This is an optimization exercise on Yosys and OpenROAD, whose aim is small area, a short achievable clock period and few clock cycles per item, not a production implementation. RTL that was checked went through simulation tests only; none was proved equivalent to the original. The RTL of run 3 was laid out without a check of its function.

==> flow/design.v <==
module sha256_engine (
    input  wire         clk,
    input  wire         rst,
    input  wire         in_valid,
    output wire         in_ready,
    input  wire         first,
    input  wire [511:0] block,       
    output reg          out_valid,
    output wire [255:0] digest       
);
    localparam [255:0] IV = {32'h6a09e667, 32'hbb67ae85, 32'h3c6ef372, 32'ha54ff53a,
                             32'h510e527f, 32'h9b05688c, 32'h1f83d9ab, 32'h5be0cd19};
    localparam [2047:0] KR = {
        32'hb5c0fbcf, 32'he9b5dba5, 32'h3956c25b, 32'h59f111f1, 32'h923f82a4, 32'hab1c5ed5, 32'hd807aa98, 32'h12835b01,
        32'h243185be, 32'h550c7dc3, 32'h72be5d74, 32'h80deb1fe, 32'h9bdc06a7, 32'hc19bf174, 32'he49b69c1, 32'hefbe4786,
        32'h0fc19dc6, 32'h240ca1cc, 32'h2de92c6f, 32'h4a7484aa, 32'h5cb0a9dc, 32'h76f988da, 32'h983e5152, 32'ha831c66d,
        32'hb00327c8, 32'hbf597fc7, 32'hc6e00bf3, 32'hd5a79147, 32'h06ca6351, 32'h14292967, 32'h27b70a85, 32'h2e1b2138,
        32'h4d2c6dfc, 32'h53380d13, 32'h650a7354, 32'h766a0abb, 32'h81c2c92e, 32'h92722c85, 32'ha2bfe8a1, 32'ha81a664b,
        32'hc24b8b70, 32'hc76c51a3, 32'hd192e819, 32'hd6990624, 32'hf40e3585, 32'h106aa070, 32'h19a4c116, 32'h1e376c08,
        32'h2748774c, 32'h34b0bcb5, 32'h391c0cb3, 32'h4ed8aa4a, 32'h5b9cca4f, 32'h682e6ff3, 32'h748f82ee, 32'h78a5636f,
        32'h84c87814, 32'h8cc70208, 32'h90befffa, 32'ha4506ceb, 32'hbef9a3f7, 32'hc67178f2, 32'h428a2f98, 32'h71374491};
    function [31:0] rotr;
        input [31:0] x;
        input integer n;
        rotr = (x >> n) | (x << (32 - n));
    endfunction
    function [31:0] maj3;
        input [31:0] x, y, z;
        maj3 = (x & y) | (x & z) | (y & z);
    endfunction
    function [31:0] add32;
        input [31:0] x, y;
        reg   [31:0] gg, pp, gn, pn;
        integer i, k;
        begin
            gg = x & y;
            pp = x ^ y;
            for (k = 1; k < 32; k = k * 2) begin
                gn = gg;
                pn = pp;
                for (i = k; i < 32; i = i + 1) begin
                    gn[i] = gg[i] | (pp[i] & gg[i-k]);
                    pn[i] = pp[i] & pp[i-k];
                end
                gg = gn;
                pp = pn;
            end
            add32 = x ^ y ^ {gg[30:0], 1'b0};
        end
    endfunction
    function [31:0] add32s;
        input [31:0] x, y;
        reg   [31:0] gg, pp;
        integer i, k;
        begin
            gg = x & y;
            pp = x ^ y;
            for (k = 1; k < 32; k = k * 2)
                for (i = 2*k - 1; i < 32; i = i + 2*k) begin
                    gg[i] = gg[i] | (pp[i] & gg[i-k]);
                    pp[i] = pp[i] & pp[i-k];
                end
            for (k = 8; k >= 1; k = k / 2)
                for (i = 3*k - 1; i < 32; i = i + 2*k) begin
                    gg[i] = gg[i] | (pp[i] & gg[i-k]);
                    pp[i] = pp[i] & pp[i-k];
                end
            add32s = x ^ y ^ {gg[30:0], 1'b0};
        end
    endfunction
    function [63:0] csa;
        input [31:0] x, y, z;
        csa = {maj3(x, y, z) << 1, x ^ y ^ z};
    endfunction
    reg          busy;                 
    reg          prep;                 
    reg          pend;                 
    reg          fq;                   
    reg          hiv;                  
    reg          f0;                   
    reg          liv_q, xfer_q;        
    reg          ivc;                  
    reg          rdy;
    reg  [5:0]   r;                    
    reg          f61, f62, f63;        
    reg  [31:0]  k_q;                  
    reg  [255:0] h_q;                  
    reg  [31:0]  a, b, c, d, e, f, g, h;
    reg  [31:0]  x_q;                  
    reg  [31:0]  w [0:15];             
    assign in_ready = rdy;
    assign digest   = h_q;
    wire idle = ~busy & ~prep;
    wire r62  = f62;
    wire last = f63;
    wire [255:0] hs = h_q;
    wire [31:0] H0 = hs[255:224], H1 = hs[223:192], H2 = hs[191:160], H3 = hs[159:128];
    wire [31:0] H4 = hs[127:96],  H5 = hs[95:64],   H6 = hs[63:32],   H7 = hs[31:0];
    wire [31:0] s1   = rotr(e, 6) ^ rotr(e, 11) ^ rotr(e, 25);
    wire [31:0] ch   = (e & f) | (~e & g);
    wire [31:0] s0   = rotr(a, 2) ^ rotr(a, 13) ^ rotr(a, 22);
    wire [31:0] mj   = maj3(a, b, c);
    wire [31:0] z0   = last ? hs[255:224] : 32'd0;
    wire [31:0] z4   = last ? hs[127:96]  : 32'd0;
    wire [63:0] p1   = csa(x_q, s1, ch);                 
    wire [63:0] p2   = csa(s0, mj, z0);                  
    wire [63:0] p3   = csa(p1[31:0], p1[63:32], p2[31:0]);
    wire [63:0] p4   = csa(p3[31:0], p3[63:32], p2[63:32]);
    wire [31:0] a_n  = add32(p4[31:0], p4[63:32]);
    wire [63:0] q1   = csa(p1[31:0], p1[63:32], d);      
    wire [63:0] q2   = csa(q1[31:0], q1[63:32], z4);
    wire [31:0] e_n  = add32(q2[31:0], q2[63:32]);
    wire        r61 = f61;
    wire [31:0] ha  = r61 ? H3 : (r62 ? H2 : H1);
    wire [31:0] he  = r61 ? H7 : (r62 ? H6 : H5);
    wire [31:0] za  = add32s(a, ha);
    wire [31:0] ze  = add32s(e, he);
    wire        xfer    = xfer_q;      
    wire        load_iv = liv_q;       
    wire [31:0] a_in = load_iv ? IV[255:224] : (prep ? h_q[255:224] : a_n);
    wire [31:0] b_in = load_iv ? IV[223:192] : (prep ? h_q[223:192] : (last ? za : a));
    wire [31:0] c_in = load_iv ? IV[191:160] : (xfer ? h_q[191:160] : b);
    wire [31:0] d_in = load_iv ? IV[159:128] : (xfer ? h_q[159:128] : c);
    wire [31:0] e_in = load_iv ? IV[127:96]  : (prep ? h_q[127:96]  : e_n);
    wire [31:0] f_in = load_iv ? IV[95:64]   : (prep ? h_q[95:64]   : (last ? ze : e));
    wire [31:0] g_in = load_iv ? IV[63:32]   : (xfer ? h_q[63:32]   : f);
    wire [31:0] h_in = load_iv ? IV[31:0]    : (xfer ? h_q[31:0]    : g);
    wire [63:0] x1  = csa(k_q, w[0], h_in);
    wire [31:0] x_n = add32(x1[31:0], x1[63:32]);
    wire [31:0] ss0   = rotr(w[1], 7) ^ rotr(w[1], 18) ^ (w[1] >> 3);
    wire [31:0] ss1   = rotr(w[14], 17) ^ rotr(w[14], 19) ^ (w[14] >> 10);
    wire [63:0] m1    = csa(w[0], w[9], ss0);
    wire [63:0] m2    = csa(m1[31:0], m1[63:32], ss1);
    wire [31:0] w_new = add32(m2[31:0], m2[63:32]);
    wire wload  = idle | r62;
    integer i;
    always @(posedge clk) begin
        for (i = 0; i < 15; i = i + 1)
            w[i] <= wload ? block[511 - 32*i -: 32] : w[i+1];
        w[15] <= wload ? block[31:0] : w_new;
        x_q <= x_n;
        k_q <= KR[2047 - 32*r -: 32];
        {a, b, c, d, e, f, g, h} <= {a_in, b_in, c_in, d_in, e_in, f_in, g_in, h_in};
        if ((prep & (fq | ivc)) | (f0 & hiv))
            h_q <= IV;
        if (r61) begin
            h_q[159:128] <= za;
            h_q[31:0]    <= ze;
        end
        if (r62) begin
            h_q[191:160] <= za;
            h_q[63:32]   <= ze;
        end
        if (last) begin
            h_q[255:224] <= a_n;
            h_q[223:192] <= za;
            h_q[127:96]  <= e_n;
            h_q[95:64]   <= ze;
        end
        if (rst) begin
            busy      <= 1'b0;
            prep      <= 1'b0;
            pend      <= 1'b0;
            ivc       <= 1'b1;
            rdy       <= 1'b1;
            r         <= 6'd62;
            f0        <= 1'b0;
            liv_q     <= 1'b0;
            xfer_q    <= 1'b0;
            f61       <= 1'b0;
            f62       <= 1'b0;
            f63       <= 1'b0;
            out_valid <= 1'b0;
        end else begin
            out_valid <= last;
            f0  <= prep | (last & pend);
            liv_q  <= in_valid & ((idle & (first | ivc)) | (r62 & first));
            xfer_q <= (idle & in_valid) | r62;
            f61 <= busy & (r == 6'd60);
            f62 <= f61;
            f63 <= f62;
            if (idle) begin
                if (in_valid) begin
                    prep <= 1'b1;
                    fq   <= first;
                    rdy  <= 1'b0;
                    r    <= 6'd63;
                end
            end
            if (prep) begin
                prep <= 1'b0;
                busy <= 1'b1;
                r    <= 6'd0;
                hiv  <= fq | ivc;
                ivc  <= 1'b0;
            end
            if (busy) begin
                r   <= r + 6'd1;
                rdy <= f61;
                if (r62 & in_valid) begin
                    pend <= 1'b1;
                    fq   <= first;
                end
                if (last) begin
                    pend <= 1'b0;
                    hiv  <= fq;
                    if (!pend) begin
                        busy <= 1'b0;
                        r    <= 6'd62;
                        rdy  <= 1'b1;
                    end
                end
            end
        end
    end
endmodule
==> flow/run.sh <==
#!/bin/bash
# synth_recipe.tcl (not shown) runs the flow's synth.tcl, then flattens the netlist and writes it again
# the make line also repeats each setting of config.mk as NAME=value (left out here)
make -C /OpenROAD-flow-scripts/flow DESIGN_CONFIG=/design/flow/config.mk WORK_HOME=/design/flow/orfs CLKGATE_MAP_FILE= SYNTH_SCRIPT=/design/flow/synth_recipe.tcl finish
==> flow/config.mk <==
export PLATFORM = sky130hd
export DESIGN_NAME = sha256_engine
export DESIGN_NICKNAME = sha256_engine
export VERILOG_FILES = /design/flow/design.v
export SDC_FILE = /design/flow/constraint.sdc
export NUM_CORES = 4
export LEC_CHECK = 0
export CAP_MARGIN = 20
export CORE_MARGIN = 2
export CORE_UTILIZATION = 40
export SETUP_SLACK_MARGIN = 5
export SLEW_MARGIN = 20
==> flow/constraint.sdc <==
create_clock -name core_clock -period 10.0 [get_ports {clk}]
set_input_delay 2.0000 -clock core_clock [delete_from_list [all_inputs] [get_ports {clk}]]
set_output_delay 2.0000 -clock core_clock [all_outputs]
set_load 0.01 [all_outputs]
==> results of run 1 <==
[kinds of logic (layout without fill, tap and decap cells)]
group                      Yosys count  in the layout
other                                0             13
muxes                              225            225
buffers and inverters              861           1580
xor gates and xnor gates           389            389
and+or+nand+nor                   2650           2650
adders and majority gates          505            505
AOI/OAI and AO/OA                 1140           1140
DFF                               1076           1076
[through the flow]
stage | cell area (um2) | cells | utilization [%] | setup WS, ns
6_report | 75340 | 9508 | 50.90 | 4.982
5_1_grt | 75330 | 9503 | 50.89 | 4.927
4_1_cts | 74200 | 9453 | 50.13 | 4.948
3_5_place_dp | 69040 | 9199 | 46.64 | 3.754
3_3_place_gp | 69040 | 9199 | 46.64 | 3.807
2_1_floorplan | 59860 | 6846 | - | 5.005
[per-layer routing]
metal | part of all wire (%) | GRT usage [%] | vias to the layer above
met5 | 0.043 | 0 | -
met4 | 3.6 | 10.85 | 16
met3 | 8.6 | 5.583 | 408
met2 | 45 | 47.98 | 2355
met1 | 43 | 43.85 | 25109
li1 | - | - | 23646
[layout make-up]
type	instances	area [um2]
clock buffer	175	3492
timing repair buffer	904	9111
clock inverter	47	685.7
tap	1930	2415
inverter	454	1715
multi-input combinational	4909	33560
fill	13807	72670
sequential	1076	24330
antenna	13	32.53
[synth_stat cells (12+ instances only)]
cell / n / share of area (%)
a211o_1: 22 / 0.32
a211oi_1: 64 / 0.80
a21boi_0: 12 / 0.15
a21o_1: 104 / 1.3
a21oi_1: 244 / 2.0
a311oi_1: 15 / 0.22
a31oi_1: 26 / 0.27
and2_1: 114 / 1.2
and3_1: 22 / 0.23
buf_1: 58 / 0.36
clkbuf_1: 345 / 2.2
dfxtp_1: 818 / 27
edfxtp_1: 258 / 13
fa_1: 308 / 10
ha_1: 193 / 4.0
inv_1: 450 / 2.8
mux2_2: 16 / 0.30
mux2i_1: 209 / 3.5
nand2_1: 1903 / 12
nand2b_1: 76 / 0.80
nand3_1: 49 / 0.41
nand4_1: 13 / 0.14
nor2_1: 289 / 1.8
nor2b_1: 44 / 0.46
nor3_1: 66 / 0.55
o211ai_1: 36 / 0.45
o21a_1: 48 / 0.60
o21ai_0: 400 / 3.3
o21bai_1: 24 / 0.30
o22ai_1: 18 / 0.19
o311ai_0: 14 / 0.21
o31ai_1: 27 / 0.34
or2_2: 12 / 0.13
or3_1: 17 / 0.18
xnor2_1: 229 / 3.4
xor2_1: 160 / 2.3
[cells in the final DEF (no fill, tap or decap), types with 23 or more instances in the layout]
cell type / synthesis / final
nand2_1: 1903 / 1903
clkdlybuf4s50_1: 0 / 773
dfxtp_1: 818 / 748
inv_1: 450 / 431
o21ai_0: 400 / 380
fa_1: 308 / 300
nor2_1: 289 / 288
edfxtp_1: 258 / 258
a21oi_1: 244 / 232
xnor2_1: 229 / 203
mux2i_1: 209 / 198
ha_1: 193 / 178
xor2_1: 160 / 137
clkbuf_16: 0 / 125
and2_1: 114 / 114
a21o_1: 104 / 103
buf_4: 0 / 98
nand2b_1: 76 / 76
nor3_1: 66 / 66
a211oi_1: 64 / 53
dfxtp_4: 0 / 49
o21a_1: 48 / 48
nand3_1: 49 / 46
nor2b_1: 44 / 43
o211ai_1: 36 / 36
clkbuf_1: 345 / 29
xnor2_2: 0 / 26
o31ai_1: 27 / 24
clkbuf_8: 0 / 24
o21bai_1: 24 / 23
[registers in the layout, summed over array words and instances (netlist names), 6 cells and up]
| name | cells |
|---|---|
| r | 6 |
| h_q | 256 |
| k_q | 32 |
| c | 32 |
| a | 32 |
| d | 32 |
| g | 32 |
| w | 512 |
| x_q | 32 |
| f | 32 |
| e | 32 |
| b | 32 |
[repair_timing]
item | 4_1_cts | 5_1_grt
endpoints found under the setup margin | 147 | 72
pin swaps | 21 | 43
gates cloned | 1 | 3
buffers inserted | 31 | 38
gates resized for setup | 192 | 153
[path summary, 6_finish.rpt]
| path | endpoint | startpoint | slack (ns) |
|---|---|---|---|
| worst max register to register | h_q[254] | e[7] | 4.98 |
| worst min register to register | w[14][10] | w[15][10] | 0.38 |
| worst max-delay path | h_q[254] | e[7] | 4.98 |
| worst min-delay path | w[14][10] | w[15][10] | 0.38 |
[critical path, delay by kind of cell, from the launching register on]
family	cells	cell delay, ns
adder cells (fa/ha/maj)	4	1.70
AND/OR/NAND/NOR	3	0.73
AO/OA/AOI/OAI	5	0.96
buffers and inverters	1	0.24
flip-flops	1	0.46
XOR/XNOR	3	0.60
==> metrics.yaml, run 1 <==
vias: 51534
hold_class: "flop to flop"
synth_edf_count: 258
pin_count: 774
die_area_um2: 152600
hold_buffers: 0
max-cap-violations: 0
place.gp.congestion: 0.9874
ys_types: 85
finalClockSkew_ns: 0.06326
finalHoldViolCount: 0
synth_ff_type: "dfxtp_1"
r2r.worst_path.cells: 16
crit_type: "flop to flop"
drt-vias-per-instance: 5.420
antenna_found_initial: 24
crit_top_cell: "fa_1"
rows: 141
ys_seq_area_share_pct: 40.34
grt_pass1_wl_um: 345900
ys_warn_count: 2
cts.htree.levels: 3
synth-simple-area-share_pct: 18.41
clock-sinks: 1076
drt-initial-drc-count: 5237
tightest_slew_ns: 1.036
hold_ws_ns: 0.3818
port_buffers: 773
fin_crit_sh_pct: 50.18
dr.pass1.iters: 8
clock_latency_ns: 0.79
async_flop_share_pct: 0
setup_tns_ns: 0
start_util_pct: 40.40
grt_max_degree: 182
grt_usage_pct: 31.17
die_x_um: 390.7
status: "complete, no violations"
nNetsFinal: 8481
max_freq_ghz: 0.1993
synth_xor_area_share_pct: 5.697
start_kind: "flop"
slew_violations: 0
synth_seq_cells: 1076
whs_path_depth: 2
rsz0062_at_grt: "yes"
slowest_delay_ns: 0.50
drtAntennaViolNets: 0
drt-total-wl_um: 247500
synth_area_um2: 59800
cts.root.buffer_cell: "clkbuf_16"
grt_pass1_vias: 48647
synth_cells: 6846
synth_compound_area_share_pct: 11.93
synthAdderAreaFrac_pct: 14.42
wire_per_inst_um: 26.03
crit_required_ns: 10.47
drive_gt1_share_pct: 7.997
post-route-min-period_ns: 5.018
synthToLayoutAreaGrowth_pct: 25.98
cts.reportedPaths.clkPinSlew_ns: 0.06
setup_viol: 0
clock_path_buffers: 3
critPathSlowestCell: "fa_1"
muxShareOfSynthArea_pct: 3.799
drc: 0
die_h_um: 390.7
dp_hpwl_um: 187900
coreArea_um2: 148000
crit_path_end_kind: "flop"
path_max_fanout: 6
cts_buffers: 119
max-slew-margin-rel_pct: 29.14
synth_top_family_by_area: "simple AND/OR/NAND/NOR gates"
cts_tree: "built"
overflow: 0
syn_avg_cell_area_um2: 8.736
cp_cell_sequence: "xor2_1 > xnor2_2 > fa_1 > inv_1 > fa_1 > fa_1 > ha_1 > a211oi_1 > o21a_1 > o31a_1 > or2_2 > a41oi_4 > or4_4 > a31oi_4 > xor2_2 > nand2_1"
arrival_ns: 5.49
Testbench counts, summed over its fixed seeds: cycles 81,944, blocks 1,280.
==> run 2: changes to the inputs <==
==> flow/flow/run.sh (new file) <==
#!/bin/bash
# The standard layout, without full/half adder cell extraction in synthesis,
# and with port buffers of the smallest buffer cell.
# Each tool's output is in orfs/logs; make's in standard.log.
set -euo pipefail
export ADDER_MAP_FILE=
export BUFFER_PORTS_ARGS="-buffer_cell sky130_fd_sc_hd__buf_1"
bash standard.sh > standard.log 2>&1
==> flow/standard.sh (new file) <==
#!/bin/bash
# synth_recipe.tcl (not shown) runs the flow's synth.tcl, then flattens the netlist and writes it again
# the make line also repeats each setting of config.mk as NAME=value (left out here)
make -C /OpenROAD-flow-scripts/flow DESIGN_CONFIG=/design/flow/config.mk WORK_HOME=/design/flow/orfs CLKGATE_MAP_FILE= SYNTH_SCRIPT=/design/flow/synth_recipe.tcl "${@:-finish}"
removed: flow/run.sh
==> metrics.yaml, run 2 <==
port_buffers: 773
dr.pass1.iters: 6
die_area_um2: 157900
crit_buf_inv: 1
wire_per_inst_um: 26.29
synth_area_um2: 61910
crit_path_end_kind: "flop"
start_util_pct: 40.23
arrival_ns: 6.27
nNetsFinal: 7810
hold_buffers: 0
synth_top_area_cell: "dfxtp_1"
grt_max_degree: 154
ys_seq_area_share_pct: 38.97
setup.worst_path.end: "h_q[127]"
finalClockSkew_ns: 0.06468
cts.root.buffer_cell: "clkbuf_16"
status: "complete, no violations"
drtAntennaViolNets: 0
cp.depth: 21
drive_gt1_share_pct: 23.40
synth_seq_cells: 1076
crit_required_ns: 10.53
max-cap-violations: 0
grt_pass1_wl_um: 345900
hold_ws_ns: 0.4175
cts_buffers: 120
cts.htree.levels: 3
tightest_slew_ns: 1.099
synth_cells: 6361
cts.reportedPaths.clkPinSlew_ns: 0.06
clock_path_buffers: 3
vias: 52270
drt-vias-per-instance: 5.528
layout_common_cells: "buf_1 (773), dfxtp_1 (717), nand2_1 (658)"
post-route-min-period_ns: 5.738
drc: 0
rrSetupSlack_ns: 4.26
critPathTopFamily: "compound AO/OA/AOI/OAI gates"
cp_cell_sequence: "xnor3_1 > xnor3_2 > xor3_1 > maj3_2 > buf_4 > nor2b_4 > or2_4 > nor4_1 > a221oi_2 > a21oi_4 > o211ai_1 > a21oi_2 > a2bb2oi_2 > or2_1 > a21boi_2 > o31ai_2 > o21bai_1 > maj3_2 > maj3_2 > xnor2_1 > and2_1"
hold_class: "flop to flop"
coreArea_um2: 153900
clock_latency_ns: 0.80
startpoint: "e[1]"
antenna_found_initial: 29
cts_tree: "built"
overflow: 0
ys_warn_count: 2
place.gp.congestion: 0.9513
synthToLayoutAreaGrowth_pct: 24.14
regMostFlops: "w"
largest_reg_flops: 512
crit_type: "flop to flop"
start_kind: "flop"
rr_endpoint: "h_q[127]"
finalHoldViolCount: 0
rsz0062_at_grt: "yes"
setup_viol: 0
max-slew-margin-rel_pct: 26.76
largest_registers: "w x512, h_q x256"
dp_slack_ns: 3.316
ys_types: 93
synth_ff_type: "dfxtp_1"
grt_usage_pct: 29.90
layout_setup_ws_ns: 4.262
yosys-top-cells-count: "dfxtp_1 (818), nand2_1 (666), xnor2_1 (611), nor2_1 (541), mux2_2 (505)"
final_common_cell: "buf_1"
path_max_fanout: 3
critPathSlowestCell: "a221oi_2"
die_x_um: 397.4
slew_violations: 0
pin_count: 774
max_freq_ghz: 0.1743
clock-sinks: 1076
dp_hpwl_um: 180900
crit_top_cell: "maj3_2"
grt_pass1_vias: 49941
syn_avg_cell_area_um2: 9.732
synthTopCellsByArea: "dfxtp_1 (26%), edfxtp_1 (13%), mux2_2 (9.2%)"
synth_edf_count: 258
async_flop_share_pct: 0
rows: 144
synth_most_common_cell: "dfxtp_1"
r2r_start: "e[1]"
die_h_um: 397.4
fin_crit_sh_pct: 57.38
setup_tns_ns: 0
drt-total-wl_um: 248600
r2r.worst_path.cells: 21
drt-initial-drc-count: 4797
slowest_delay_ns: 0.45
synth_top_area_share_pct: 26.45
==> run 2: cell count changes in the layout (fill, tap and decap cells not counted), moves of 273 or more <==
cell / before / now
inv_1: 431 / 158
clkdlybuf4s50_1: 773 / 0
buf_1: 0 / 773
xnor2_1: 203 / 529
mux2_2: 16 / 499
fa_1: 300 / 0
nand2_1: 1903 / 658
==> run 2: worst min-delay path by stage <==
stage | startpoint | endpoint | slack [ns] | cells after the start
after floorplan | w[11][31] | w[10][31] | 0.43 | 1
after global placement | w[5][2] | w[4][2] | 0.44 | 1
after detailed placement | w[3][6] | w[2][6] | 0.44 | 1
after CTS | w[15][25] | w[14][25] | 0.44 | 1
after global routing | w[15][25] | w[14][25] | 0.44 | 1
final | w[15][26] | w[14][26] | 0.42 | 1
==> run 2: cell type report <==
| type | instances | area [um2] |
|---|---|---|
| Antenna cell | 9 | 22.52 |
| Clock buffer | 171 | 3440 |
| Clock inverter | 59 | 713.2 |
| Fill cell | 14124 | 77020 |
| Inverter | 168 | 639.4 |
| Multi-Input combinational cell | 4759 | 38450 |
| Sequential cell | 1076 | 24410 |
| Tap cell | 2044 | 2557 |
| Timing Repair Buffer | 1169 | 6615 |
==> run 2: routing by layer <==
metal  routed length (um)  global-route usage (%)  vias up
li1                     -                       -    23955
met1                93270                   35.52    25277
met2               120800                   51.57     2498
met3                20200                   5.713      512
met4                14060                   14.60       28
met5                  188                       0        -
==> run 2: logic make-up (layout without fill, tap and decap cells) <==
family | count (synthesis) | count (layout) | synth area share (%)
and+or+nand+nor | 1593 | 1593 | 11.11
DFF | 1076 | 1076 | 38.97
xor gates and xnor gates | 1025 | 1025 | 17.86
other | 0 | 9 | 0
AOI/OAI and AO/OA | 1120 | 1120 | 11.18
adders and majority gates | 300 | 300 | 4.897
muxes | 721 | 721 | 12.68
buffers and inverters | 526 | 1567 | 3.303
==> run 2: through the flow <==
stage | util [%] | cell area, um2 | std cells
after detailed placement | 43.39 | 66760 | 8871
after global placement | 43.39 | 66760 | 8871
final | 49.94 | 76850 | 9455
after floorplan | - | 62330 | 6361
after CTS | 48.63 | 74830 | 9323
after global routing | 49.94 | 76850 | 9454
==> run 2: worst register-to-register path, cell delays in order (launching register included) <==
cell	delay [ns]
dfxtp_4	0.39
xnor3_1	0.44
xnor3_2	0.42
xor3_1	0.41
maj3_2	0.32
buf_4	0.15
nor2b_4	0.12
or2_4	0.15
nor4_1	0.06
a221oi_2	0.45
a21oi_4	0.16
o211ai_1	0.38
a21oi_2	0.13
a2bb2oi_2	0.16
or2_1	0.27
a21boi_2	0.18
o31ai_2	0.25
o21bai_1	0.13
maj3_2	0.33
maj3_2	0.30
xnor2_1	0.14
and2_1	0.16
==> run 2: repair_timing <==
| item | in CTS | in global routing |
|---|---|---|
| resized for setup | 499 | 239 |
| setup buffers | 214 | 122 |
| pin swaps | 197 | 152 |
| hold endpoints to repair | 0 | 0 |
| setup endpoints to repair | 228 | 129 |
| gates cloned | 8 | 1 |
==> run 3: changes to the inputs <==
--- a/flow/design.v
+++ b/flow/design.v
@@ -108,6 +108,8 @@
     wire [63:0] p4   = csa(p3[31:0], p3[63:32], p2[63:32]);
-    wire [31:0] a_n  = add32(p4[31:0], p4[63:32]);
+    wire [31:0] a_n;
+    sha256_engine_ks32 u_add_a (.x(p4[31:0]), .y(p4[63:32]), .s(a_n));
     wire [63:0] q1   = csa(p1[31:0], p1[63:32], d);      
     wire [63:0] q2   = csa(q1[31:0], q1[63:32], z4);
-    wire [31:0] e_n  = add32(q2[31:0], q2[63:32]);
+    wire [31:0] e_n;
+    sha256_engine_ks32 u_add_e (.x(q2[31:0]), .y(q2[63:32]), .s(e_n));
     wire        r61 = f61;
@@ -216 +218,24 @@
 endmodule
+module sha256_engine_ks32 (
+    input  wire [31:0] x,
+    input  wire [31:0] y,
+    output wire [31:0] s
+);
+    reg [31:0] gg, pp, gn, pn;
+    integer i, k;
+    always @(*) begin
+        gg = x & y;
+        pp = x ^ y;
+        for (k = 1; k < 32; k = k * 2) begin
+            gn = gg;
+            pn = pp;
+            for (i = k; i < 32; i = i + 1) begin
+                gn[i] = gg[i] | (pp[i] & gg[i-k]);
+                pn[i] = pp[i] & pp[i-k];
+            end
+            gg = gn;
+            pp = pn;
+        end
+    end
+    assign s = x ^ y ^ {gg[30:0], 1'b0};
+endmodule
==> flow/flow/run.sh (replaced) <==
#!/bin/bash
# The standard layout, with port buffers of the smallest buffer cell.
# Each tool's output is in orfs/logs; make's in standard.log.
set -euo pipefail
export BUFFER_PORTS_ARGS="-buffer_cell sky130_fd_sc_hd__buf_1"
bash standard.sh > standard.log 2>&1
--- a/flow/config.mk
+++ b/flow/config.mk
@@ -12 +12,2 @@
 export SLEW_MARGIN = 20
+export SYNTH_HIERARCHICAL = 1
==> metrics.yaml, run 3 <==
hold_path_end: "w[3][5]"
drive_gt1_share_pct: 6.361
cts.reportedPaths.clkPinSlew_ns: 0.07
rr_endpoint: "h_q[255]"
clock_path_buffers: 3
clock-sinks: 1076
cts_tree: "built"
final-seq-area_um2: 24260
die_x_um: 393.6
cts.htree.levels: 3
status: "complete, no violations"
yosys-top-cells-count: "nand2_1 (1,744), dfxtp_1 (818), inv_1 (399), clkbuf_1 (359), fa_1 (310)"
finalHoldViolCount: 0
die_h_um: 393.6
rsz0062_at_grt: "yes"
drt-vias-per-instance: 5.492
hold_buffers: 0
largest_reg_flops: 512
nNetsFinal: 8404
drt-initial-drc-count: 5923
arrival_ns: 5.45
synthTopCellsByArea: "dfxtp_1 (27%), edfxtp_1 (13%), nand2_1 (11%)"
grt_max_degree: 229
grtUsageMet2_pct: 48.22
post-route-min-period_ns: 4.958
synth_top_area_share_pct: 26.97
ys_seq_area_share_pct: 39.73
rrSetupSlack_ns: 5.04
overflow: 0
clock_latency_ns: 0.79
dp_hpwl_um: 200700
max_freq_ghz: 0.2017
grt_pass1_wl_um: 360000
tightest_slew_ns: 1.182
fin_crit_sh_pct: 49.58
dp_slack_ns: 4.104
setup_viol: 0
port_buffers: 773
grt_pass1_vias: 49484
synth_edf_count: 258
multi_input_area_um2: 33880
place.gp.congestion: 1.047
r2r_start: "a[5]"
layout_setup_ws_ns: 5.042
max-cap-violations: 0
grt_use_met3_pct: 7.693
die_area_um2: 154900
syn_avg_cell_area_um2: 8.883
hold_class: "flop to flop"
final_common_cell: "nand2_1"
start_util_pct: 40.39
cts_buffers: 116
ys_types: 94
ys_warn_count: 9
fillers: 14823
synth_top_area_cell: "dfxtp_1"
async_flop_share_pct: 0
drt-total-wl_um: 258700
dr.pass1.iters: 7
synth_most_common_cell: "nand2_1"
synth_area_um2: 60720
crit_path_end_kind: "flop"
largest_registers: "w x512, h_q x256"
drc: 0
setup_tns_ns: 0
layout_common_cells: "nand2_1 (1,744), buf_1 (773), dfxtp_1 (754)"
grtUsageMet1_pct: 44.05
synth_seq_cells: 1076
grt_usage_pct: 31.93
holdCritStartpoint: "w[4][5]"
slew_violations: 0
drtAntennaViolNets: 0
crit_type: "flop to flop"
path_max_fanout: 8
synthToLayoutAreaGrowth_pct: 15.37
r2r.worst_path.cells: 12
crit_required_ns: 10.49
synth_cells: 6835
max-slew-margin-rel_pct: 20.73
coreArea_um2: 150300
regMostFlops: "w"
post_dp_cell_area_um2: 65100
antenna_found_initial: 16
start_kind: "flop"
synth_ff_type: "dfxtp_1"
pin_count: 774
finalClockSkew_ns: 0.07784
vias: 52226
wire_per_inst_um: 27.20
whs_path_depth: 2
rows: 142
busiest_layer: "met2"
final_area_um2: 70050
cts.root.buffer_cell: "clkbuf_16"
[run 3: per-stage QoR]
stage | instances | util [%] | hold slack (ns)
6_report | 9510 | 46.60 | 0.3934
5_1_grt | 9508 | 46.60 | 0.4196
4_1_cts | 9484 | 46.24 | 0.3901
3_5_place_dp | 9255 | 43.31 | 0.3970
3_3_place_gp | 9255 | 43.31 | 0.3948
2_1_floorplan | 6838 | - | 0.3918
[run 3: per-module statistics from Yosys, one instance, submodules excluded]
module              flip-flops and latches  area (um2)
sha256_engine                         1076       56720
sha256_engine_ks32                       0        1997
[run 3: worst max-delay path by stage]
stage | start | end | slack (ns) | cells past startpoint
finish | a[5] | h_q[255] | 5.04 | 12
global route | f62 | f[31] | 4.91 | 22
CTS | a[17] | a[16] | 5.00 | 14
detailed placement | f62 | f[31] | 4.10 | 22
global placement | f62 | f[31] | 4.11 | 22
floorplan | f63 | a[27] | 5.04 | 18
[run 3: cell type report]
| cell class | instances | area share, % |
|---|---|---|
| Clock buffer | 174 | 4.937 |
| Sequential cell | 1076 | 34.63 |
| Clock inverter | 46 | 0.8752 |
| Timing Repair Buffer | 849 | 5.351 |
| Antenna cell | 11 | 0.03930 |
| Multi-Input combinational cell | 4932 | 48.37 |
| Inverter | 406 | 2.193 |
| Tap cell | 2016 | 3.601 |
[run 3: timing repair]
item                                   CTS  global route
setup buffers                            9            13
gates resized for setup                 83            97
gates cloned                             0             2
pin swaps                                2            13
setup endpoints to repair              123            98
endpoints found under the hold margin    0             0
[run 3: per-layer routing]
layer	part of all wire, %	vias up
li1	-	23611
met1	42	25571
met2	43	2613
met3	9.7	423
met4	4.4	8
met5	0.020	-
[run 3: kinds of logic after synthesis]
group | count (synthesis) | share of synthesized area [%]
fa+ha+maj | 540 | 14.83
compound gates | 1142 | 12.36
mux | 191 | 3.192
buf+inv | 830 | 5.240
other cells | 1 | 0.006176
xor+xnor | 405 | 5.867
flops | 1076 | 39.73
simple gates | 2650 | 18.77
[run 3: worst max-delay path: stages (launching register included)]
cell      delay [ns]
dfxtp_2         0.52
xnor2_1         0.12
xnor2_1         0.48
fa_1            0.55
fa_1            0.59
fa_1            0.43
ha_1            0.43
a21o_1          0.25
a31o_2          0.26
a221oi_1        0.36
o22ai_1         0.11
or3_1           0.42
and2_1          0.18
==> run 4: changes to the inputs <==
--- a/flow/design.v
+++ b/flow/design.v
@@ -68,2 +68,15 @@
             add32s = x ^ y ^ {gg[30:0], 1'b0};
+        end
+    endfunction
+    function [63:0] c42;
+        input [31:0] x1, x2, x3, x4;
+        reg   [31:0] t12, t34, t, co, ci, cy;
+        begin
+            t12 = x1 ^ x2;
+            t34 = x3 ^ x4;
+            co  = (t12 & x3) | (~t12 & x1);        
+            ci  = {co[30:0], 1'b0};
+            t   = t12 ^ t34;
+            cy  = (t & ci) | (~t & x4);
+            c42 = {cy[30:0], 1'b0, t ^ ci};
         end
@@ -106,10 +119,7 @@
     wire [63:0] p2   = csa(s0, mj, z0);                  
-    wire [63:0] p3   = csa(p1[31:0], p1[63:32], p2[31:0]);
-    wire [63:0] p4   = csa(p3[31:0], p3[63:32], p2[63:32]);
-    wire [31:0] a_n;
-    sha256_engine_ks32 u_add_a (.x(p4[31:0]), .y(p4[63:32]), .s(a_n));
-    wire [63:0] q1   = csa(p1[31:0], p1[63:32], d);      
-    wire [63:0] q2   = csa(q1[31:0], q1[63:32], z4);
-    wire [31:0] e_n;
-    sha256_engine_ks32 u_add_e (.x(q2[31:0]), .y(q2[63:32]), .s(e_n));
+    wire [63:0] p3   = c42(p1[31:0], p1[63:32], p2[31:0], p2[63:32]);
+    wire [31:0] a_n  = add32(p3[31:0], p3[63:32]);
+    wire [63:0] q1   = csa(x_q, d, z4);                  
+    wire [63:0] q2   = c42(q1[31:0], q1[63:32], ch, s1);    
+    wire [31:0] e_n  = add32(q2[31:0], q2[63:32]);
     wire        r61 = f61;
@@ -218,24 +228 @@
 endmodule
-module sha256_engine_ks32 (
-    input  wire [31:0] x,
-    input  wire [31:0] y,
-    output wire [31:0] s
-);
-    reg [31:0] gg, pp, gn, pn;
-    integer i, k;
-    always @(*) begin
-        gg = x & y;
-        pp = x ^ y;
-        for (k = 1; k < 32; k = k * 2) begin
-            gn = gg;
-            pn = pp;
-            for (i = k; i < 32; i = i + 1) begin
-                gn[i] = gg[i] | (pp[i] & gg[i-k]);
-                pn[i] = pp[i] & pp[i-k];
-            end
-            gg = gn;
-            pp = pn;
-        end
-    end
-    assign s = x ^ y ^ {gg[30:0], 1'b0};
-endmodule
==> flow/flow/run.sh (replaced) <==
#!/bin/bash
set -euo pipefail
export SETUP_SLACK_MARGIN=6
export BUFFER_PORTS_ARGS="-buffer_cell sky130_fd_sc_hd__buf_1"
bash standard.sh > standard.log 2>&1
--- a/flow/config.mk
+++ b/flow/config.mk
@@ -7,2 +7,3 @@
 export LEC_CHECK = 0
+export ABC_AREA = 1
 export CAP_MARGIN = 20
@@ -10,4 +11,2 @@
 export CORE_UTILIZATION = 40
-export SETUP_SLACK_MARGIN = 5
 export SLEW_MARGIN = 20
-export SYNTH_HIERARCHICAL = 1
==> metrics.yaml, run 4 <==
status: "complete, no violations"
largest_reg_flops: 512
pin_count: 774
r2r.worst_path.cells: 17
path_max_fanout: 9
ys_seq_area_share_pct: 38.83
max_freq_ghz: 0.2491
yosys-top-cells-count: "nand2_1 (2,676), inv_1 (891), dfxtp_1 (818), nor2_1 (545), a21oi_1 (480)"
dp_hpwl_um: 215500
finalHoldViolCount: 0
drive_gt1_share_pct: 13.61
synth_top_area_cell: "dfxtp_1"
cts_tree: "built"
max-cap-violations: 0
start_kind: "flop"
coreArea_um2: 154200
post-route-min-period_ns: 4.015
dr.pass1.iters: 9
clock-sinks: 1076
antenna_found_initial: 19
synth_cells: 8150
rrSetupSlack_ns: 5.99
synthTopCellsByArea: "dfxtp_1 (26%), nand2_1 (16%), edfxtp_1 (12%)"
grt_use_met3_pct: 7.204
rsz0062_at_grt: "yes"
critPathSlowestCell: "fa_1"
grt_usage_pct: 33.82
wire_per_inst_um: 25.48
setup.worst_path.end: "h_q[240]"
rows: 144
max-slew-margin-rel_pct: 21.56
busiest_layer: "met2"
synth_area_um2: 62120
cts.htree.levels: 3
grt_max_degree: 225
overflow: 0
drt-initial-drc-count: 6425
ys_warn_count: 2
hold_class: "flop to flop"
rr_endpoint: "h_q[240]"
cts_buffers: 119
drc: 0
die_x_um: 398.1
largest_registers: "w x512, h_q x256"
synth_seq_cells: 1076
cts.reportedPaths.clkPinSlew_ns: 0.06
setup_tns_ns: 0
nNetsFinal: 9926
clock_path_buffers: 3
cts.root.buffer_cell: "clkbuf_16"
layout_common_cells: "nand2_1 (2,581), inv_1 (863), buf_1 (773)"
grt_pass1_vias: 55494
die_area_um2: 158500
clock_latency_ns: 0.80
crit_type: "flop to flop"
dpl.cell_count: 10658
synth_ff_type: "dfxtp_1"
r2r_start: "f63"
syn_avg_cell_area_um2: 7.622
finalClockSkew_ns: 0.09242
place.gp.congestion: 0.9862
final_common_cell: "nand2_1"
drt-total-wl_um: 283700
drtAntennaViolNets: 0
startpoint: "f63"
tightest_slew_ns: 1.177
crit_top_cell: "buf_12"
slowest_delay_ns: 0.54
synth_most_common_cell: "nand2_1"
arrival_ns: 4.57
ys_types: 57
fillers: 15230
setup_viol: 0
grt_pass1_wl_um: 389200
grtUsageMet2_pct: 52.87
cp_cell_sequence: "buf_12 > buf_12 > buf_16 > buf_12 > nand2_1 > fa_1 > xnor2_2 > xnor2_2 > xnor2_1 > inv_1 > ha_4 > nand2_2 > nor4_4 > nand2_1 > nand2_4 > xor2_4 > or2_4"
layout.cells.non_filler: 11135
die_h_um: 398.1
synth_top_area_share_pct: 26.36
regMostFlops: "w"
async_flop_share_pct: 0
synthToLayoutAreaGrowth_pct: 24.08
port_buffers: 773
vias: 59440
fin_crit_sh_pct: 40.15
crit_path_end_kind: "flop"
slew_violations: 0
crit_required_ns: 10.56
synth_edf_count: 258
grtUsageMet1_pct: 44.97
drt-vias-per-instance: 5.338
start_util_pct: 40.28
[run 4: cell types whose count changed after synthesis, sizes merged, moves of 101 or more]
cell    change
a21oi     +238
inv       +495
nor2b     -101
nand2     +935
nor2      +250
mux2i     -186
and2      -170
nand3     +179
clkbuf    -125
xor2      +144
nand2b    -102
[run 4: cell families (layout without fill, tap and decap cells)]
kind of cell,count (synthesis),in the layout,share of synthesized area (%)
and+or+nand+nor,3609,3609,22.87
buffers and inverters,1260,2183,7.877
AOI/OAI and AO/OA,1211,1211,10.94
DFF,1076,1076,38.83
xor gates and xnor gates,514,514,7.259
adders and majority gates,461,461,11.88
muxes,19,19,0.3404
other,0,18,0
[run 4: timing repair]
action,4_1_cts,5_1_grt
setup endpoints to repair,368,163
endpoints found under the hold margin,0,0
buffers inserted,64,150
gates cloned,6,12
hold buffers,0,0
resized for setup,421,581
pin swaps,68,226
[run 4: worst min-delay path by stage]
| stage | end | slack, ns | from | cells past startpoint |
|---|---|---|---|---|
| after detailed placement | w[10][6] | 0.41 | w[11][6] | 2 |
| final | w[5][31] | 0.38 | w[6][31] | 2 |
| after floorplan | w[10][0] | 0.40 | w[11][0] | 2 |
| after global placement | w[4][0] | 0.41 | w[5][0] | 2 |
| after CTS | w[5][31] | 0.39 | w[6][31] | 2 |
| after global routing | w[5][31] | 0.40 | w[6][31] | 2 |
[run 4: final cells by class]
cell class	instances	area (um2)	share of cell area [%]
antenna	18	45.04	0.05843
timing repair buffer	1056	5848	7.587
multi-input combinational	5814	36710	47.62
tap	2044	2557	3.318
timing repair inverter	3	28.78	0.03733
clock buffer	174	3450	4.475
sequential	1076	24370	31.61
clock inverter	53	615.6	0.7986
inverter	897	3463	4.493
[run 4: routing by layer]
| metal | vias up | wire, um |
|---|---|---|
| li1 | 27327 | - |
| met1 | 28671 | 115400 |
| met2 | 2900 | 126900 |
| met3 | 540 | 26510 |
| met4 | 2 | 14860 |
| met5 | - | 13 |
[run 4: stage by stage]
| step | util (%) | hold WS (ns) | setup slack, ns | cell area [um2] |
|---|---|---|---|---|
| after global placement | 43.17 | 0.4062 | 4.585 | 66590 |
| after detailed placement | 43.18 | 0.4082 | 4.620 | 66590 |
| after global routing | 49.97 | 0.4011 | 5.870 | 77060 |
| final | 49.98 | 0.3840 | 5.985 | 77080 |
| after floorplan | - | 0.4030 | 5.921 | 62190 |
| after CTS | 47.32 | 0.3863 | 5.960 | 72980 |
[run 4: worst max-delay path: cells and delay by family (launching register included)]
kind	cells	cell delay (ns)
buffers and inverters	5	0.70
adders and majority gates	2	0.87
and+or+nand+nor	6	1.07
DFF	1	0.45
xor gates and xnor gates	4	0.69
Testbench counts of run 4, summed over its fixed seeds: cycles 81,944, blocks 1,280.
==> run 5: changes to the inputs <==
--- a/flow/config.mk
+++ b/flow/config.mk
@@ -11,2 +11,3 @@
 export CORE_UTILIZATION = 40
+export PLACE_DENSITY = 0.75
 export SLEW_MARGIN = 20
==> metrics.yaml, run 5 <==
status: "complete, no violations"
slew_violations: 0
clock_latency_ns: 0.82
layout_setup_ws_ns: 5.744
syn_avg_cell_area_um2: 7.622
r2r.worst_path.cells: 21
dr.pass1.iters: 9
arrival_ns: 4.80
synth_seq_cells: 1076
path_max_fanout: 4
grt_pass1_vias: 57457
clock-sinks: 1076
rr_endpoint: "h_q[243]"
crit_type: "flop to flop"
r2r_start: "g[10]"
cts_buffers: 118
max_freq_ghz: 0.2350
vias: 60932
crit_path_end_kind: "flop"
drt-total-wl_um: 291300
drtAntennaViolNets: 0
coreArea_um2: 154200
hold_buffers: 0
final-seq-area_um2: 24330
synth_most_common_cell: "nand2_1"
yosys-top-cells-count: "nand2_1 (2,676), inv_1 (891), dfxtp_1 (818), nor2_1 (545), a21oi_1 (480)"
port_buffers: 773
finalHoldViolCount: 0
finalClockSkew_ns: 0.1140
max-slew-margin-rel_pct: 26.71
async_flop_share_pct: 0
fin_crit_sh_pct: 42.56
grt_usage_pct: 34.53
cts.htree.levels: 3
nNetsFinal: 9894
drive_gt1_share_pct: 13.09
max-cap-violations: 0
die_h_um: 398.1
final_common_cell: "nand2_1"
grt_max_degree: 225
clock_path_buffers: 3
post_dp_cell_area_um2: 66610
holdCritStartpoint: "w[8][31]"
largest_registers: "w x512, h_q x256"
synth_top_area_cell: "dfxtp_1"
rsz0062_at_grt: "yes"
post-route-min-period_ns: 4.256
synthToLayoutAreaGrowth_pct: 23.63
overflow: 0
setup_viol: 0
die_area_um2: 158500
dp_slack_ns: 4.955
start_util_pct: 40.28
hold_ws_ns: 0.3908
hold_path_end: "w[7][31]"
crit_required_ns: 10.54
antenna_found_initial: 41
start_kind: "flop"
ys_seq_area_share_pct: 38.83
cts_tree: "built"
regMostFlops: "w"
synth_area_um2: 62120
cts.reportedPaths.clkPinSlew_ns: 0.06
grt_pass1_wl_um: 396700
largest_reg_flops: 512
fillers: 14854
dp_hpwl_um: 219600
rrSetupSlack_ns: 5.74
wire_per_inst_um: 26.25
whs_path_depth: 2
synth_cells: 8150
hold_class: "flop to flop"
ys_warn_count: 2
place.gp.congestion: 1.045
drc: 0
drt-vias-per-instance: 5.491
ys_types: 57
synth_edf_count: 258
layout_common_cells: "nand2_1 (2,585), inv_1 (857), buf_1 (773)"
tightest_slew_ns: 1.099
final_area_um2: 76800
cts.root.buffer_cell: "clkbuf_16"
pin_count: 774
setup_tns_ns: 0
drt-initial-drc-count: 7164
synthTopCellsByArea: "dfxtp_1 (26%), nand2_1 (16%), edfxtp_1 (12%)"
multi_input_area_um2: 36640
die_x_um: 398.1
synth_ff_type: "dfxtp_1"
rows: 144
synth_top_area_share_pct: 26.36
## run 5: cell counts after synthesis
No cell type changed its count.
## run 5: cell families (layout without fill, tap and decap cells)
| logic type | Yosys count | in the layout | synth area share [%] |
|---|---|---|---|
| adders and majority gates | 461 | 461 | 11.88 |
| muxes | 19 | 19 | 0.3404 |
| xor gates and xnor gates | 514 | 514 | 7.259 |
| and+or+nand+nor | 3609 | 3609 | 22.87 |
| AOI/OAI and AO/OA | 1211 | 1211 | 10.94 |
| buffers and inverters | 1260 | 2147 | 7.877 |
| other | 0 | 16 | 0 |
| DFF | 1076 | 1076 | 38.83 |
## run 5: per-layer routing
metal	global-route usage, %	routed length (um)	vias up
met5	0	263	-
met4	20.96	23260	40
met3	7.896	30890	998
met2	56.00	132300	3900
met1	41.64	104500	28737
li1	-	-	27257
## run 5: layout make-up
cell class / count / share of cell area [%]
clock buffer: 177 / 4.667
tap: 2044 / 3.330
clock inverter: 45 / 0.7624
antenna: 16 / 0.05213
timing repair buffer: 1028 / 7.324
sequential: 1076 / 31.68
inverter: 897 / 4.475
multi-input combinational: 5814 / 47.71
## run 5: how the worst max path moves through the flow
| stage | from | end | slack (ns) | depth (start not counted) |
|---|---|---|---|---|
| after floorplan | f63 | h_q[238] | 5.92 | 20 |
| after global placement | f62 | f[15] | 4.93 | 19 |
| after detailed placement | f62 | f[15] | 4.95 | 19 |
| after CTS | a[10] | h_q[243] | 5.86 | 15 |
| after global routing | e[18] | h_q[243] | 5.68 | 19 |
| final | g[10] | h_q[243] | 5.74 | 21 |
## run 5: through the flow
step                      util [%]  std cells
after floorplan                  -       8150
after global placement       43.19      10651
after detailed placement     43.19      10651
after CTS                    47.64      10970
after global routing         49.79      11090
final                        49.80      11097
## run 5: worst max-delay path, stage by stage (launching register included)
cell     delay (ns)
dfxtp_1        0.44
inv_1          0.06
o21ai_0        0.41
inv_1          0.13
fa_2           0.42
nand2_1        0.09
inv_1          0.11
nor2_4         0.16
xnor2_2        0.09
or2_2          0.31
nand3_1        0.10
nand2_1        0.10
ha_4           0.32
nand2_2        0.09
nor2_2         0.13
inv_2          0.09
nor3_4         0.19
nand2_2        0.08
nand3_4        0.14
a21oi_2        0.09
xnor2_2        0.17
or2_2          0.30
## run 5: repair_timing
action / in CTS / in global routing
cloned: 8 / 5
pin swaps: 75 / 216
setup buffers: 89 / 106
gates resized for setup: 412 / 550
endpoints found under the setup margin: 626 / 271
hold endpoints to repair: 0 / 0
==> run 6: changes to the inputs <==
==> flow/flow/run.sh (replaced) <==
#!/bin/bash
set -euo pipefail
export SETUP_SLACK_MARGIN=6.4
export BUFFER_PORTS_ARGS="-buffer_cell sky130_fd_sc_hd__buf_1"
bash standard.sh > standard.log 2>&1
==> metrics.yaml, run 6 <==
syn_avg_cell_area_um2: 7.622
synth_cells: 8150
synthTopCellsByArea: "dfxtp_1 (26%), nand2_1 (16%), edfxtp_1 (12%)"
status: "complete, no violations"
place.gp.congestion: 1.028
synth_area_um2: 62120
drt-total-wl_um: 306000
grt_pass1_wl_um: 411700
pin_count: 774
drc: 0
drt-initial-drc-count: 8088
nNetsFinal: 10063
setup_tns_ns: 0
fin_util_pct: 53.38
max-cap-violations: 0
cts.reportedPaths.clkPinSlew_ns: 0.07
slew_violations: 0
drive_gt1_share_pct: 20.62
crit_path_end_kind: "flop"
setup_viol: 0
wire_per_inst_um: 27.12
die_h_um: 398.1
max_freq_ghz: 0.2372
grt_usage_pct: 35.93
largest_reg_flops: 512
ys_types: 57
finalHoldViolCount: 0
die_area_um2: 158500
rrSetupSlack_ns: 5.78
cts.htree.levels: 3
synth_seq_cells: 1076
synth_top_area_share_pct: 26.36
synth_ff_type: "dfxtp_1"
cts.root.buffer_cell: "clkbuf_16"
largest_registers: "w x512, h_q x256"
clock_latency_ns: 0.83
crit_required_ns: 10.65
layout_common_cells: "nand2_1 (2,475), inv_1 (800), buf_1 (763)"
drt-vias-per-instance: 5.596
finalClockSkew_ns: 0.1369
start_kind: "flop"
rsz0062_at_grt: "yes"
crit_type: "flop to flop"
arrival_ns: 4.87
cts_tree: "built"
grt_pass1_vias: 59671
regMostFlops: "w"
rows: 144
ys_seq_area_share_pct: 38.83
final_common_cell: "nand2_1"
antenna_found_initial: 52
tightest_slew_ns: 1.124
synthToLayoutAreaGrowth_pct: 32.53
die_x_um: 398.1
dr.pass1.iters: 7
grt_max_degree: 204
async_flop_share_pct: 0
synth_top_area_cell: "dfxtp_1"
fin_crit_sh_pct: 42.15
holdCritStartpoint: "w[5][3]"
coreArea_um2: 154200
r2r_start: "e[13]"
synth_most_common_cell: "nand2_1"
drtAntennaViolNets: 0
cts_buffers: 117
ys_warn_count: 2
post-route-min-period_ns: 4.215
path_max_fanout: 5
clock-sinks: 1076
synth_edf_count: 258
clock_path_buffers: 3
port_buffers: 773
start_util_pct: 40.28
startpoint: "e[13]"
dp_hpwl_um: 219100
yosys-top-cells-count: "nand2_1 (2,676), inv_1 (891), dfxtp_1 (818), nor2_1 (545), a21oi_1 (480)"
hold_class: "flop to flop"
overflow: 0
max-slew-margin-rel_pct: 25.09
vias: 63127
[run 6: kinds of logic (layout without fill, tap and decap cells)]
| kind of cell | Yosys count | in the layout | synth area share [%] |
|---|---|---|---|
| other | 0 | 28 | 0 |
| multiplexers | 19 | 19 | 0.3404 |
| XOR/XNOR | 514 | 514 | 7.259 |
| flip-flops | 1076 | 1076 | 38.83 |
| AND/OR/NAND/NOR | 3609 | 3609 | 22.87 |
| AO/OA/AOI/OAI | 1211 | 1211 | 10.94 |
| buffers and inverters | 1260 | 2319 | 7.877 |
| adder cells (fa/ha/maj) | 461 | 461 | 11.88 |
[run 6: timing repair]
| action | 4_1_cts | 5_1_grt |
|---|---|---|
| setup buffers | 241 | 117 |
| endpoints found under the setup margin | 799 | 284 |
| hold buffers | 0 | 0 |
| pin swaps | 272 | 299 |
| gates cloned | 16 | 4 |
| gates resized for setup | 1090 | 682 |
[run 6: final timing paths]
kind,endpoint,cells after the start
max,h_q[235],17
min,w[4][3],2
max reg2reg,h_q[235],17
min reg2reg,w[4][3],2
[run 6: metal layers]
metal  up-vias  share of wire (%)  GRT usage [%]  wire, um
met4        59                9.2          25.22     28270
li1      27644                  -              -         -
met2      4407                 44          57.26    135900
met5         -               0.15              0       471
met1     29725                 35          42.27    106100
met3      1292                 12          9.147     35300
[run 6: layout make-up]
class                           count  area, um2
Clock inverter                     75       1156
Clock buffer                      149       3241
Multi-Input combinational cell   5814      39970
Fill cell                       14047      71890
Timing Repair Buffer             1198       7493
Inverter                          897       3476
Sequential cell                  1076      24370
Tap cell                         2044       2557
Antenna cell                       28      70.07
[run 6: per-stage QoR]
| stage | instance area (um2) | std cells | hold WS (ns) | setup slack (ns) |
|---|---|---|---|---|
| 2_1_floorplan | 62640 | 8150 | 0.4030 | 6.215 |
| 3_3_place_gp | 66910 | 10651 | 0.4057 | 4.895 |
| 3_5_place_dp | 66910 | 10651 | 0.4074 | 4.899 |
| 4_1_cts | 78260 | 11132 | 0.3493 | 6.075 |
| 5_1_grt | 82310 | 11272 | 0.3880 | 5.663 |
| 6_report | 82330 | 11281 | 0.3301 | 5.785 |
[run 6: critical path, cell delays in order, from the launching register on]
cell and delay [ns]:
dfxtp_4 0.40, buf_12 0.15, xnor2_4 0.23, xor2_2 0.23, fa_2 0.52, nor2_4 0.29, nor2_4 0.09, a21oi_1 0.28
xnor2_1 0.18, inv_1 0.12, ha_4 0.39, a21oi_4 0.09, and2_1 0.20, a22oi_2 0.29, buf_4 0.19, xor2_2 0.19
inv_1 0.11, nor2_1 0.13
==> run 7: changes to the inputs <==
==> flow/flow/run.sh (replaced) <==
#!/bin/bash
set -euo pipefail
export SETUP_SLACK_MARGIN=5.8
export BUFFER_PORTS_ARGS="-buffer_cell sky130_fd_sc_hd__buf_1"
bash standard.sh > standard.log 2>&1
--- a/flow/config.mk
+++ b/flow/config.mk
@@ -11,3 +11,2 @@
 export CORE_UTILIZATION = 40
-export PLACE_DENSITY = 0.75
 export SLEW_MARGIN = 20
==> metrics.yaml, run 7 <==
rows: 144
cp.depth: 15
synth_cells: 8150
syn_avg_cell_area_um2: 7.622
drt-total-wl_um: 279300
synth_ff_type: "dfxtp_1"
dp_hpwl_um: 213300
nNetsFinal: 9793
synthTopCellsByArea: "dfxtp_1 (26%), nand2_1 (16%), edfxtp_1 (12%)"
pin_count: 774
ys_seq_area_share_pct: 38.83
max-slew-margin-rel_pct: 20.57
cts.reportedPaths.clkPinSlew_ns: 0.06
grt_pass1_wl_um: 387500
layout_setup_ws_ns: 5.804
critPathSlowestCell: "fa_1"
crit_required_ns: 10.46
r2r_start: "a[29]"
vias: 58526
drive_gt1_share_pct: 8.659
synth_area_um2: 62120
hold_ws_ns: 0.4191
post-route-min-period_ns: 4.196
rrSetupSlack_ns: 5.80
finalClockSkew_ns: 0.1052
wire_per_inst_um: 25.40
arrival_ns: 4.66
cts.root.buffer_cell: "clkbuf_16"
crit_top_cell: "xnor2_1"
final_common_cell: "nand2_1"
overflow: 0
critPathTopFamily: "XOR/XNOR gates"
cts_buffers: 119
crit_type: "flop to flop"
place.gp.congestion: 1.007
grt_pass1_vias: 54857
regMostFlops: "w"
clock-sinks: 1076
dr.pass1.iters: 6
clock_path_buffers: 3
slowest_delay_ns: 0.53
holdCritStartpoint: "w[11][19]"
cts_tree: "built"
largest_registers: "w x512, h_q x256"
die_h_um: 398.1
tightest_slew_ns: 1.191
crit_path_end_kind: "flop"
startpoint: "a[29]"
finalHoldViolCount: 0
start_util_pct: 40.28
start_kind: "flop"
path_max_fanout: 6
die_x_um: 398.1
drc: 0
synth_seq_cells: 1076
synth_top_area_cell: "dfxtp_1"
fin_crit_sh_pct: 41.96
crit_buf_inv: 1
layout_common_cells: "nand2_1 (2,650), inv_1 (876), buf_1 (773)"
drtAntennaViolNets: 0
hold_class: "flop to flop"
max_freq_ghz: 0.2383
cts.htree.levels: 3
status: "complete, no violations"
synthToLayoutAreaGrowth_pct: 19.03
clock_latency_ns: 0.80
drt-vias-per-instance: 5.323
synth_most_common_cell: "nand2_1"
antenna_found_initial: 22
grt_max_degree: 214
async_flop_share_pct: 0
setup_tns_ns: 0
coreArea_um2: 154200
dp_slack_ns: 4.747
rsz0062_at_grt: "yes"
setup.worst_path.end: "h_q[243]"
ys_warn_count: 2
drt-initial-drc-count: 6137
port_buffers: 773
cp_cell_sequence: "xnor2_1 > xor2_1 > fa_1 > xnor2_1 > xor2_1 > mux2_2 > inv_1 > ha_2 > a21oi_4 > o21ai_1 > nand2_1 > nand3_2 > a21oi_1 > xnor2_1 > or2_2"
slew_violations: 0
die_area_um2: 158500
ys_types: 57
yosys-top-cells-count: "nand2_1 (2,676), inv_1 (891), dfxtp_1 (818), nor2_1 (545), a21oi_1 (480)"
setup_viol: 0
synth_edf_count: 258
synth_top_area_share_pct: 26.36
rr_endpoint: "h_q[243]"
max-cap-violations: 0
r2r.worst_path.cells: 15
grt_usage_pct: 33.74
largest_reg_flops: 512
## run 7: metal layers
metal / share of wire [%] / track usage [%]
met5: 0.022 / 0
met2: 45 / 52.95
met3: 9.0 / 5.977
met1: 41 / 45.93
met4: 4.4 / 13.54
## run 7: worst min path at each step
stage                     end  cells past startpoint  slack, ns
floorplan            w[10][0]                      2       0.40
global placement      w[2][7]                      2       0.40
detailed placement   w[5][28]                      2       0.41
CTS                 w[10][19]                      2       0.42
global route          w[6][4]                      2       0.44
finish              w[10][19]                      2       0.42
## run 7: cell type report
class	instances	area, um2
Fill cell	15498	80280
Multi-Input combinational cell	5814	34760
Sequential cell	1076	24320
Timing Repair Buffer	924	4589
Clock buffer	174	3605
Inverter	897	3458
Tap cell	2044	2557
Clock inverter	52	606.8
Antenna cell	11	27.53
Timing Repair inverter	2	20.02
## run 7: logic make-up (layout without fill, tap and decap cells)
group | after synthesis | in the layout | share of synthesized area [%]
AOI/OAI and AO/OA | 1211 | 1211 | 10.94
xor gates and xnor gates | 514 | 514 | 7.259
adders and majority gates | 461 | 461 | 11.88
buffers and inverters | 1260 | 2049 | 7.877
DFF | 1076 | 1076 | 38.83
muxes | 19 | 19 | 0.3404
other | 0 | 11 | 0
and+or+nand+nor | 3609 | 3609 | 22.87
## run 7: worst reg2reg max path: stages, from the launching register on
cell and delay [ns]:
dfxtp_2 0.47, xnor2_1 0.17, xor2_1 0.33, fa_1 0.53, xnor2_1 0.22, xor2_1 0.24
mux2_2 0.37, inv_1 0.06, ha_2 0.32, a21oi_4 0.20, o21ai_1 0.10, nand2_1 0.11
nand3_2 0.17, a21oi_1 0.21, xnor2_1 0.10, or2_2 0.27
## run 7: repair_timing
| action | CTS | global route |
|---|---|---|
| resized for setup | 233 | 237 |
| hold buffers | 0 | 0 |
| cloned | 6 | 5 |
| endpoints found under the hold margin | 0 | 0 |
| setup endpoints to repair | 300 | 138 |
| buffers inserted | 41 | 55 |
| pin swaps | 18 | 46 |
## run 7: stage by stage
| step | utilization [%] | std cells | area [um2] |
|---|---|---|---|
| after floorplan | - | 8150 | 62140 |
| after global placement | 43.17 | 10650 | 66580 |
| after detailed placement | 43.17 | 10650 | 66580 |
| after CTS | 46.83 | 10923 | 72220 |
| after global routing | 47.95 | 10993 | 73940 |
| final | 47.95 | 10994 | 73950 |
==> run 8: changes to the inputs <==
==> flow/flow/run.sh (replaced) <==
#!/bin/bash
set -euo pipefail
export SETUP_SLACK_MARGIN=6.2
export BUFFER_PORTS_ARGS="-buffer_cell sky130_fd_sc_hd__buf_1"
bash standard.sh > standard.log 2>&1
==> metrics.yaml, run 8 <==
final_common_cell: "nand2_1"
antenna_found_initial: 28
ys_warn_count: 2
synth_top_area_cell: "dfxtp_1"
synth_edf_count: 258
yosys-top-cells-count: "nand2_1 (2,676), inv_1 (891), dfxtp_1 (818), nor2_1 (545), a21oi_1 (480)"
clock_latency_ns: 0.84
max-slew-margin-rel_pct: 24.08
pin_count: 774
drt-vias-per-instance: 5.414
setup_viol: 0
overflow: 0
finalHoldViolCount: 0
start_util_pct: 40.28
place.gp.congestion: 0.9992
cts.reportedPaths.clkPinSlew_ns: 0.07
synth_cells: 8150
ys_seq_area_share_pct: 38.83
grt_usage_pct: 35.60
largest_registers: "w x512, h_q x256"
vias: 60912
dr.pass1.iters: 6
synth_ff_type: "dfxtp_1"
rsz0062_at_grt: "yes"
coreArea_um2: 154200
dp_hpwl_um: 218600
die_h_um: 398.1
synthToLayoutAreaGrowth_pct: 29.31
cts.root.buffer_cell: "clkbuf_16"
die_x_um: 398.1
syn_avg_cell_area_um2: 7.622
regMostFlops: "w"
drive_gt1_share_pct: 17.84
clock_path_buffers: 3
status: "complete, no violations"
ys_types: 57
synth_top_area_share_pct: 26.36
tightest_slew_ns: 1.139
hold_ws_ns: 0.3854
async_flop_share_pct: 0
largest_reg_flops: 512
wire_per_inst_um: 26.49
die_area_um2: 158500
crit_path_end_kind: "flop"
cts_buffers: 120
synthTopCellsByArea: "dfxtp_1 (26%), nand2_1 (16%), edfxtp_1 (12%)"
layout_common_cells: "nand2_1 (2,506), inv_1 (822), buf_1 (773)"
cts_tree: "built"
clock-sinks: 1076
setup_tns_ns: 0
drt-total-wl_um: 298000
synth_seq_cells: 1076
drc: 0
grt_pass1_wl_um: 405800
hold_class: "flop to flop"
crit_required_ns: 10.65
rows: 144
port_buffers: 773
slew_violations: 0
finalClockSkew_ns: 0.1114
crit_type: "flop to flop"
arrival_ns: 4.72
grt_max_degree: 217
grt_pass1_vias: 57541
start_kind: "flop"
max_freq_ghz: 0.2459
drtAntennaViolNets: 0
synth_area_um2: 62120
fin_crit_sh_pct: 40.67
nNetsFinal: 10052
path_max_fanout: 5
synth_most_common_cell: "nand2_1"
cts.htree.levels: 3
drt-initial-drc-count: 6669
post-route-min-period_ns: 4.067
max-cap-violations: 0
-- run 8: critical path: stages, from the launching register on --
cell and delay, ns:
dfxtp_4 0.44, buf_6 0.12, buf_6 0.10, buf_16 0.12
nand2_4 0.05, fa_1 0.50, or2_4 0.28, nand2_4 0.07
xor2_2 0.19, xor2_1 0.24, inv_1 0.10, fa_2 0.38
nand3b_1 0.21, nand2_4 0.19, a21o_1 0.22, nand2_1 0.08
nand2_2 0.09, nand3b_1 0.20, nand2_1 0.15, nand2_2 0.08
a21oi_2 0.13
-- run 8: per-stage QoR --
step           util [%]  setup slack (ns)  instance area, um2  cells
2_1_floorplan         -             6.132               62260   8150
3_5_place_dp      43.18             4.473               66600  10651
3_3_place_gp      43.18             4.155               66590  10650
5_1_grt           52.08             5.817               80330  11247
4_1_cts           49.55             6.008               76420  11102
6_report          52.09             5.933               80330  11250
-- run 8: layout make-up --
type	count	area, um2
diodes	10	25.02
clock buffers	183	3512
clock inverters	42	508.0
fillers	14877	73890
inverters	897	3487
multi-input cells	5815	38430
flip-flops and latches	1076	24400
well taps	2044	2557
repair buffers	1179	7385
repair inverters	4	37.54
-- run 8: logic make-up (layout without fill, tap and decap cells) --
kind of cell	count (synthesis)	after routing	share of synthesized area, %
compound gates	1211	1211	10.94
xor+xnor	514	514	7.259
fa+ha+maj	461	461	11.88
buf+inv	1260	2305	7.877
flops	1076	1076	38.83
mux	19	19	0.3404
other cells	0	10	0
simple gates	3609	3610	22.87
-- run 8: metal layers --
metal	GRT usage, %	part of all wire [%]
met3	6.406	9.1
met5	0	0.054
met4	18.64	6.3
met2	55.25	44
met1	47.26	40
-- run 8: final timing paths --
kind / start / to / slack, ns / depth (start not counted)
worst max register to register: f63 / h_q[125] / 5.93 / 20
worst max-delay path: f63 / h_q[125] / 5.93 / 20
worst min register to register: w[15][5] / w[14][5] / 0.39 / 2
worst min-delay path: w[15][5] / w[14][5] / 0.39 / 2
-- run 8: what timing repair did --
item	CTS	global route
setup buffers	208	129
hold buffers	0	0
setup endpoints to repair	849	270
resized for setup	834	671
cloned	18	9
pin swaps	213	322

==> port drivers added, routing unchanged <==
How much do the figures lean on ideal ports? The routed layouts below were timed once more, with nothing changed but the port constraints. Step 1, drivers: a clkbuf_16 drives clk and a buf_2 each remaining input, both assumed. Step 2, shift: input delay + t, output delay - t, t = (earliest + latest rising clock arrival at the registers) / 2. This alone moves slack from input paths to output paths. Slacks: ideal / step 1 / step 2; pairs: ideal / step 1.
run	shift t [ns]	setup slack, ns	worst data-port slew with drivers (ns)	cell pins on the clock port's net
run 1	0.845	4.982 / 4.982 / 4.982	0.15	1
run 2	0.847	4.262 / 4.262 / 4.262	0.14	1
run 3	0.819	5.042 / 5.042 / 5.042	0.14	1
run 4	0.827	5.985 / 5.985 / 5.985	0.17	1
run 5	0.846	5.744 / 5.744 / 5.744	0.15	1
run 6	0.844	5.785 / 5.785 / 5.785	0.19	1
run 7	0.822	5.804 / 5.804 / 5.804	0.17	1
run 8	0.847	5.933 / 5.933 / 5.933	0.23	1
After both steps every run listed still meets setup and hold.
